Source: an optimization exercise on an open RTL-to-GDS flow (aim: small area, a short achievable clock period and few clock cycles). Production flows keep margins and buffers that such runs may drop. Function was checked by simulation only, so behaviour that the tests miss may differ from the original.

==> flow/design.v, too long to show whole: its modules and the start of the top module <==
// module arc_detector: 1630 lines
module arc_detector (
    input  wire        clk,
    input  wire        rst,         
    input  wire [14:0] depth,       
    input  wire [14:0] alpha,       
    input  wire [14:0] floor_q,     
    input  wire [5:0]  confirm,     
    input  wire [15:0] holdoff,     
    input  wire [7:0]  limit,       
    input  wire [15:0] learn,       
    input  wire        latch_in,    
    input  wire        s_valid,
    input  wire [15:0] s_data,      
    input  wire        s_clr,       
    output wire        s_ready,
    output reg         r_valid,
    output reg         r_evt,       
    output reg         r_inh,       
    output reg         r_latch,     
    output reg  [31:0] r_arcs       
);
  // ...
==> flow/flow/run.sh <==
#!/bin/bash
# The standard layout, with timing repair asked to leave setup slack so that
# the design runs well below the fixed clock period.
set -euo pipefail
bash standard.sh SETUP_SLACK_MARGIN=8 finish > standard.log 2>&1
==> flow/standard.sh <==
#!/bin/bash
# synth_recipe.tcl (not shown) runs the flow's synth.tcl, then flattens the netlist and writes it again
# the make line also repeats each setting of config.mk as NAME=value (left out here)
make -C /OpenROAD-flow-scripts/flow DESIGN_CONFIG=/design/flow/config.mk WORK_HOME=/design/flow/orfs CLKGATE_MAP_FILE= SYNTH_SCRIPT=/design/flow/synth_recipe.tcl "${@:-finish}"
==> flow/config.mk <==
export PLATFORM = sky130hd
export DESIGN_NAME = arc_detector
export DESIGN_NICKNAME = arc_detector
export VERILOG_FILES = /design/flow/design.v
export SDC_FILE = /design/flow/constraint.sdc
export NUM_CORES = 4
export LEC_CHECK = 0
export CAP_MARGIN = 20
export CORE_MARGIN = 2
export CORE_UTILIZATION = 65
export SLEW_MARGIN = 20
==> flow/constraint.sdc <==
create_clock -name core_clock -period 14.0 [get_ports {clk}]
set_input_delay 2.8000 -clock core_clock [delete_from_list [all_inputs] [get_ports {clk}]]
set_output_delay 2.8000 -clock core_clock [all_outputs]
set_load 0.01 [all_outputs]
==> metrics.cfg, run 1 <==
[drt]
viasPerCell = 6.40
routed-wl-met2_microns = 30700
routed_wl_microns = 70500
drc_errors = 0
wl_per_cell_microns = 22.1

[setup_path]
cp_num_buf_inv = 3
crit_path_start_kind = flop
r2r-start = dq[10]
rr_worst_depth = 20
crit_family = adder cells
critPathKind = flop to flop
cp.depth = 20
critPathRequiredTime_ns = 14.34

[synth]
synth_cells = 2657
synthXorXnorAreaFrac_pct = 12.8
yosys_warnings = 1
synthSimpleGateAreaFrac_pct = 11.2
synth_edf_count = 37
synth.distinct_cells = 73
synthDominantCellAreaShare_pct = 20.2

[finish]
design_area_sq_mm = 0.0262
top_regs = r_arcs (32), b (31)
nets = 3252
buffers_excl_clock = 212
buffer_area_share_pct = 7.84
clockNetworkAreaShare_pct = 2.21

[floorplan]
ios = 149
die_x_microns = 192

[min_path]
worstHoldStart = ca

[global_routing]
busiest_layer = met2
met3_usage_pct = 9.22
antenna_found_initial = 5

[timing]
layout_setup_ws_ns = 8.11
post-route-period-util_pct = 42.1
slew_viol_final = 0

[clocking]
cts_hold_buffers = 0
clkTransAtPathRegs_ns = 0.09

[status]
status = complete, no violations

[place]
dp_hpwl_microns = 50500

Testbench counts, summed over its fixed seeds: cycles 192,024.
==> inputs of run 2 (changes only) <==
--- a/flow/design.v
+++ b/flow/design.v
@@ -20,16 +20,18 @@
     output reg  [31:0] r_arcs       
 );
     localparam [10:0] POLL_LAST = 11'd1999;    
     reg               va, vb;
     reg  signed [15:0] xa;
     reg               x15;           
     reg               ca, clr;
     reg        [15:0] dq;            
+    reg        [14:0] floor_r;
+    reg        [7:0]  limit_r;
     wire       [15:0] dq_next;
     wire              stall;
     assign s_ready = ~stall;
     always @(posedge clk) begin
         if (rst) begin
             va <= 1'b0;
             vb <= 1'b0;
         end else if (!stall) begin
@@ -38,25 +40,27 @@
         end
         if (!stall) begin
             xa  <= s_data;
             ca  <= s_clr;
             x15 <= xa[15];
             clr <= ca;
         end
         dq      <= stall ? {x15, {15{~x15}}} : dq_next;
+        floor_r <= floor_q;
+        limit_r <= limit;
     end
     wire xv = vb & ~stall;
     reg signed [30:0] b;
     reg        [15:0] c;
     reg               m_hold, m_learn;
     reg        [10:0] poll;
     wire signed [15:0] bq = b[30:15];
     wire [14:0] bq_u = b[29:15];
-    wire above_floor = ~b[30] & (b[29:15] >= floor_q);
+    wire above_floor = ~b[30] & (b[29:15] >= floor_r);
     wire ovf = (x15 ^ b[30]) & (dq[15] ^ x15);
     assign stall = vb & ovf;
     wire [15:0] s = dq;
     reg ba_one0, ba_two0;
     always @(posedge clk) begin
         ba_one0 <= alpha[0] ^ 1'b0;
         ba_two0 <= (alpha[1] & ~alpha[0] & ~1'b0) | (~alpha[1] & alpha[0] & 1'b0);
     end
@@ -1537,17 +1541,17 @@
                 n_c0 = {10'd0, confirm};
             end
         end else if (1'b0) begin
             if (c_one) begin
                 n_inh0  = 1'b1;
                 n_arcs0 = arcs_inc;
                 n_hold_mode0 = 1'b1;
                 n_c0 = holdoff;
-                if (arcs_inc >= {24'd0, limit})
+                if (arcs_inc >= {24'd0, limit_r})
                     n_latch0 = 1'b1;
             end
         end else begin
             n_c0 = {10'd0, confirm};
         end
         if (poll_end && clr && n_latch0) begin
             n_latch0 = 1'b0;
             n_arcs0  = 32'd0;
@@ -1577,17 +1581,17 @@
                 n_c1 = {10'd0, confirm};
             end
         end else if (1'b1) begin
             if (c_one) begin
                 n_inh1  = 1'b1;
                 n_arcs1 = arcs_inc;
                 n_hold_mode1 = 1'b1;
                 n_c1 = holdoff;
-                if (arcs_inc >= {24'd0, limit})
+                if (arcs_inc >= {24'd0, limit_r})
                     n_latch1 = 1'b1;
             end
         end else begin
             n_c1 = {10'd0, confirm};
         end
         if (poll_end && clr && n_latch1) begin
             n_latch1 = 1'b0;
             n_arcs1  = 32'd0;
==> flow/config.mk (replaced) <==
export PLATFORM = sky130hd
export DESIGN_NAME = arc_detector
export DESIGN_NICKNAME = arc_detector
export VERILOG_FILES = /design/flow/design.v
export SDC_FILE = /design/flow/constraint.sdc
export NUM_CORES = 4
export LEC_CHECK = 0
export CAP_MARGIN = 20
export CORE_MARGIN = 2
export CORE_UTILIZATION = 55
export SLEW_MARGIN = 20
==> run 2 against run 1 <==
Cell count increased by 5.9%; first-iteration DRC count shrank 35%; sequential cell count increased by 23; clock skew rose by 0.0022 ns; cell area up 5.1%; via count down 0.86%; global-route usage shrank 6.1 points; synthesized cell count increased by 1.4%; core utilization decreased by 10 points; critical endpoint unchanged.
==> metrics.cfg, run 2 <==
[global_routing]
grt_pass1_vias = 20200
overflow = 0
gr-usage-all-layers_pct = 31.6
grt_pass1_wl_microns = 112000
grt_max_degree = 60
antenna_found_initial = 2  ; -3

[timing]
slew_headroom_pct = 32.7
clock_skew_ns = 0.0241
setup_violations = 0
fmax_ghz = 0.170
grt_setup_unrepaired = true
tightest_slew_ns = 1.01
period_needed_ns = 5.90
hold_violations = 0
post-route-period-util_pct = 42.1  ; +0.080 points
setup-tns-final_ns = 0
slew_viol_final = 0  ; unchanged

[min_path]
min_to = clr
worstHoldStart = ca
hold_class = flop to flop
hold_depth = 0

[place]
dp.cells = 3272
finalWeightedCongestion = 0.918
dp_hpwl_microns = 51800  ; +2.5%
port_buffers = 148

[setup_path]
rr_worst_depth = 22  ; +10%
critPathKind = flop to flop
arrival_ns = 6.33
timing.rr.end = dq[14]
critPathRequiredTime_ns = 14.43  ; +0.09 ns
endpoint_kind = flop
r2r-start = dq[9]
reg2reg_slack_ns = 8.10
path_max_fanout = 16
crit_path_start_kind = flop

[drt]
drc_errors = 0  ; unchanged
viasPerCell = 5.99  ; -6.4%
wl_per_cell_microns = 20.9  ; -5.1%
firstDrtPassIters = 6
drt-met1-wl_microns = 31000
antenna_left = 0
vias = 20300
routed_wl_microns = 70900  ; +0.50%
routed-wl-met2_microns = 33100  ; +7.8%
top_layer = met4
met3_length_microns = 4640
drtIter0Drc = 1519

[finish]
regMostFlops = r_arcs
post-route-util_pct = 64.1
fin_cells = 3384
final_common_cell = inv_1
final_cell_mix = inv_1, fa_1, xnor2_1
nets = 3309  ; +1.8%
largest_reg_flops = 32
top_regs = r_arcs (32), b (31)
final_layout_size_suffix_gt1_share_pct = 9.69
area_growth_pct = 15.6

[synth]
synth.avg_cell_area_sq_um = 8.83
synth_nets = 3228
ys_ff_latch = 202
synthMostInstantiatedCell = inv_1
yosys.area.top_type = fa_1
synthDominantCellAreaShare_pct = 19.6  ; -0.59 points
synthArstFlopShare_pct = 0
synth_common_cells = inv_1, fa_1, a22oi_1
synth_flop_cell = dfxtp_1
synth.distinct_cells = 85  ; +16%
synth_edf_count = 37  ; unchanged
yosys_warnings = 1  ; unchanged
syn_area_sq_mm = 0.0238
synth_cells = 2694  ; +1.4%
yosysSeqAreaShare_pct = 18.6
ys_top_cells_by_area = fa_1, dfxtp_1, ha_1, xnor2_1, a22oi_1

[clocking]
tritoncts = done
clkTransAtPathRegs_ns = 0.06  ; -0.03 ns
cts_root_buffer = clkbuf_16
clock_sinks = 202
clk_latency_ns = 0.59
cts_made_buffers = 28
cts_hold_buffers = 0  ; unchanged
clockBufferDepth = 3
h-tree-depth = 1

[floorplan]
ios = 149  ; unchanged
die_x_microns = 212  ; +10%
die_height_microns = 212
core_sq_mm = 0.0429
initial_core_util_pct = 55.5
design.die.area_sq_mm = 0.0449
rows = 76

[status]
status = complete, no violations

[job]
drv_cap = 0

run 2: what timing repair did:
item	in CTS	in global routing
gates resized for setup	130	65
gates cloned	1	3
endpoints found under the setup margin	100	95
hold endpoints to repair	0	0
buffers inserted	19	35
pin swaps	7	17
run 2: metal layers:
metal | GRT usage [%] | vias up
li1 | - | 9355
met1 | 44.1 | 10000
met2 | 51.8 | 770
met3 | 3.16 | 140
met4 | 9.81 | 0
met5 | 0 | -
run 2: critical path: stages, from the launching register on:
cell	delay, ns
dfxtp_4	0.39
buf_12	0.16
a22oi_2	0.09
xor2_1	0.17
fa_2	0.44
fa_1	0.51
inv_1	0.05
fa_1	0.49
inv_1	0.05
fa_2	0.57
fa_1	0.47
ha_4	0.25
nand4_1	0.12
a211oi_1	0.08
a2111oi_2	0.26
o21ai_2	0.16
a31oi_1	0.19
buf_4	0.17
nor3_1	0.07
o31a_1	0.30
or4_1	0.49
a21oi_2	0.17
nor3_1	0.07
run 2: area by class of cell:
| type | instances | area [sq um] |
|---|---|---|
| Antenna cell | 2 | 5.00 |
| Clock buffer | 35 | 777 |
| Clock inverter | 17 | 173 |
| Fill cell | 3663 | 15400 |
| Inverter | 360 | 1370 |
| Multi-Input combinational cell | 1952 | 17600 |
| Sequential cell | 202 | 4600 |
| Tap cell | 585 | 732 |
| Timing Repair Buffer | 231 | 2270 |
run 2: stage by stage:
stage,area (sq um),hold slack (ns),setup WS [ns]
3_5_place_dp,25500,0.419,6.29
2_1_floorplan,23800,0.400,8.00
6_report,27500,0.430,8.10
3_3_place_gp,25500,0.411,6.45
4_1_cts,26900,0.433,8.00
5_1_grt,27500,0.438,7.87
run 2: cell families (layout without fill, tap and decap cells):
family | after synthesis | in the layout | share of synthesized area (%)
flops | 202 | 202 | 18.6
fa+ha+maj | 422 | 422 | 29.6
buf+inv | 543 | 643 | 8.86
other cells | 0 | 2 | 0
mux | 7 | 7 | 0.305
xor+xnor | 332 | 332 | 12.2
compound gates | 621 | 621 | 18.3
simple gates | 567 | 570 | 12.2
run 2: worst max-delay path by stage:
stage,slack (ns),endpoint,from
after global placement,6.45,r_arcs[0],bd_neg5
after floorplan,8.00,dq[14],dq[12]
after detailed placement,6.29,r_arcs[0],bd_neg5
after CTS,8.00,b[9],b[29]
after global routing,7.87,dq[14],ba_one4
final,8.10,dq[14],dq[9]
Testbench counts of run 2, summed over its fixed seeds: cycles 192,024.
==> inputs of run 3 (changes only) <==
==> flow/flow/run.sh (replaced) <==
#!/bin/bash
# The standard layout, with timing repair asked to leave setup slack so that
# the design runs well below the fixed clock period.
set -euo pipefail
bash standard.sh SETUP_SLACK_MARGIN=9 finish > standard.log 2>&1
==> run 3 against run 2 <==
Clock skew fell by 0.0091 ns; global-route usage is 5.4 points higher; area after synthesis did not move; synthesized cell count unchanged; register-to-register slack improved by 0.18 ns; setup slack better by 0.18 ns; non-clock buffer count is 181 higher; cell count is 5.4% higher; routed wire length is 19% higher; fmax is 3.1% higher; largest cell class unchanged.
==> metrics.cfg, run 3 <==
[floorplan]
design.die.area_sq_mm = 0.0449  ; unchanged
ios = 149  ; unchanged
core_sq_mm = 0.0429  ; unchanged
die_height_microns = 212  ; unchanged
initial_core_util_pct = 55.5  ; unchanged
die_x_microns = 212  ; unchanged
rows = 76  ; unchanged

[place]
dpl_cell_area_sq_mm = 0.0258  ; +1.5%
pre_cts_slack_ns = 7.28  ; +0.987 ns
dp_hpwl_microns = 52600  ; +1.5%
port_buffers = 148  ; unchanged
dp.cells = 3274  ; +0.061%
finalWeightedCongestion = 0.927  ; +0.97%

[global_routing]
gr-usage-all-layers_pct = 37.1  ; +5.4 points
grt_max_degree = 62  ; +3.3%
overflow = 0  ; unchanged
grt_pass1_vias = 22100  ; +9.1%
antenna_found_initial = 1  ; -1
grt_pass1_wl_microns = 128000  ; +14%

[synth]
synth.distinct_cells = 85  ; unchanged
ys_top_cells_by_area = fa_1, dfxtp_1, ha_1, xnor2_1, a22oi_1
synth_common_cells = inv_1, fa_1, a22oi_1
synth.avg_cell_area_sq_um = 8.83  ; unchanged
ys_ff_latch = 202  ; unchanged
synth_flop_cell = dfxtp_1
synthArstFlopShare_pct = 0  ; unchanged
synth_cells = 2694  ; unchanged
synth_nets = 3228  ; unchanged
yosys.area.top_type = fa_1
yosysSeqAreaShare_pct = 18.6  ; unchanged
syn_area_sq_mm = 0.0238  ; unchanged
synthDominantCellAreaShare_pct = 19.6  ; unchanged
yosys_warnings = 1  ; unchanged
synthMostInstantiatedCell = inv_1
synth_edf_count = 37  ; unchanged

[status]
status = complete, no violations

[timing]
hold_violations = 0  ; unchanged
setup_violations = 0  ; unchanged
post-route-period-util_pct = 40.8  ; -1.3 points
holdWs_ns = 0.427  ; -0.00305 ns
setup-tns-final_ns = 0  ; unchanged
slew_viol_final = 0  ; unchanged
tightest_slew_ns = 1.06  ; +0.0479 ns
slew_headroom_pct = 29.6  ; -3.0 points
fmax_ghz = 0.175  ; +3.1%
grt_setup_unrepaired = true
layout_setup_ws_ns = 8.28  ; +0.180 ns
period_needed_ns = 5.72  ; -0.180 ns
clock_skew_ns = 0.0149  ; -0.00914 ns

[setup_path]
startpoint = b[27]
critPathMaxStageDelay_ns = 0.53  ; -0.04 ns
r2r-start = b[27]
path_max_fanout = 7  ; -9
arrival_ns = 6.12  ; -0.21 ns
slowest_stage = fa_2
critPathKind = flop to flop
timing.rr.end = c[8]
endpoint_kind = flop
rr_worst_depth = 24  ; +9.1%
reg2reg_slack_ns = 8.28  ; +0.18 ns
path_cells = buf_6 > a22oi_2 > xnor2_2 > fa_2 > inv_2 > fa_2 > fa_1 > inv_1 > fa_1 > inv_1 > ha_2 > or4_4 > a21oi_2 > o21ai_1 > a41o_1 > a41oi_4 > mux2i_4 > buf_12 > buf_6 > buf_12 > and4_4 > buf_4 > nand2_1 > o221ai_2
crit_path_start_kind = flop
critPathRequiredTime_ns = 14.40  ; -0.03 ns

[clocking]
clock_sinks = 202  ; unchanged
cts_made_buffers = 27  ; -3.6%
cts_hold_buffers = 0  ; unchanged
h-tree-depth = 1  ; unchanged
tritoncts = done
clk_latency_ns = 0.57  ; -0.02 ns
cts_root_buffer = clkbuf_16
clkTransAtPathRegs_ns = 0.06  ; about the same
clockBufferDepth = 3  ; unchanged

[min_path]
hold_depth = 0  ; unchanged
worstHoldStart = ca
min_to = clr
hold_class = flop to flop

[drt]
antenna_left = 0  ; unchanged
drtIter0Drc = 1803  ; +19%
wl_per_cell_microns = 23.6  ; +13%
viasPerCell = 6.15  ; +2.7%
firstDrtPassIters = 6  ; unchanged
drc_errors = 0  ; unchanged
routed_wl_microns = 84300  ; +19%
vias = 21900  ; +8.2%

[finish]
final_layout_size_suffix_gt1_share_pct = 22.1  ; +12 points
design_area_sq_mm = 0.0308  ; +12%
largest_reg_flops = 32  ; unchanged
regMostFlops = r_arcs
fin_cells = 3567  ; +5.4%
top_regs = r_arcs (32), b (31)
final.fill_count = 3268  ; -11%
final_common_cell = inv_1
post-route-util_pct = 71.8  ; +7.6 points
area_growth_pct = 29.4
nets = 3494  ; +5.6%
final_cell_mix = inv_1, xnor2_1, fa_1

[job]
drv_cap = 0  ; unchanged

run 3: changes by cell type in the layout (fill, tap and decap cells not counted), moves of 28 or more:
cell	previous run	this run
buf_6	10	38
nand2_1	172	131
buf_12	9	38
a21oi_2	1	42
a21oi_1	113	69
a22oi_2	10	38
buf_4	63	168
nand2_4	0	28
a22oi_1	218	190
run 3: cell type report:
cell class / count / area (sq um) / area share [%]
Antenna cell: 1 / 2.50 / 0.00813
Clock buffer: 30 / 728 / 2.37
Clock inverter: 20 / 200 / 0.650
Inverter: 360 / 1380 / 4.50
Multi-Input combinational cell: 1957 / 18700 / 60.9
Sequential cell: 202 / 4610 / 15.0
Tap cell: 585 / 732 / 2.38
Timing Repair Buffer: 412 / 4390 / 14.3
run 3: cells by family (layout without fill, tap and decap cells):
family,Yosys count,after routing,share of synthesized area (%)
muxes,7,7,0.305
other,0,1,0
buffers and inverters,543,822,8.86
DFF,202,202,18.6
and+or+nand+nor,567,575,12.2
adders and majority gates,422,422,29.6
AOI/OAI and AO/OA,621,621,18.3
xor gates and xnor gates,332,332,12.2
run 3: worst max-delay path: cells and delay by family (launching register included):
family                   cells  cell delay [ns]
flip-flops                   1             0.40
multiplexers                 1             0.34
buffers and inverters        8             0.82
AO/OA/AOI/OAI                6             1.10
AND/OR/NAND/NOR              3             0.82
adder cells (fa/ha/maj)      5             1.98
XOR/XNOR                     1             0.09
run 3: routing by layer:
layer	share of wire, %	track usage, %	vias up
li1	-	-	9766
met1	40	48.4	10800
met2	46	59.9	1117
met4	5.0	17.3	0
met3	8.5	6.39	280
met5	0	0	-
run 3: how the worst max path moves through the flow:
| stage | end | slack [ns] | cells after the start |
|---|---|---|---|
| finish | c[8] | 8.28 | 24 |
| CTS | dq[14] | 8.32 | 20 |
| global route | dq[14] | 8.14 | 21 |
| detailed placement | dq[14] | 7.28 | 21 |
| global placement | dq[3] | 7.35 | 20 |
| floorplan | dq[14] | 8.46 | 22 |
run 3: what timing repair did:
item / 4_1_cts / 5_1_grt
setup buffers: 176 / 43
endpoints found under the hold margin: 0 / 0
pin swaps: 116 / 108
cloned: 19 / 4
endpoints found under the setup margin: 101 / 117
gates resized for setup: 319 / 148

==> re-timing with driven ports <==
Ports are ideal in the flow. The routed layouts listed here were re-timed in OpenROAD. Step 1 sets driving cells, clkbuf_16 on the clock port and buf_2 on the other inputs (assumed; they add their load-dependent delay and slew). Step 2, shift: input delay + t, output delay - t, t = (earliest + latest rising clock arrival at the registers) / 2. This alone moves slack from input paths to output paths. a / b / c = ideal / step 1 / step 2; a / b = the first two.
run	shift t [ns]	setup WS [ns]	worst setup path at the end	worst data-port slew with drivers (ns)	cell pins on the clock port's net
run 1	0.517	8.113 / 8.092 / 7.958	input to register	0.07	1
run 2	0.639	8.101 / 8.101 / 8.101	register to register	0.10	1
run 3	0.621	8.281 / 8.281 / 8.281	register to register	0.10	1
After both steps setup and hold are still met in every run listed. The setup slack of run 1, which loses most, moves by -0.021 ns with the drivers and by -0.155 ns with both steps.
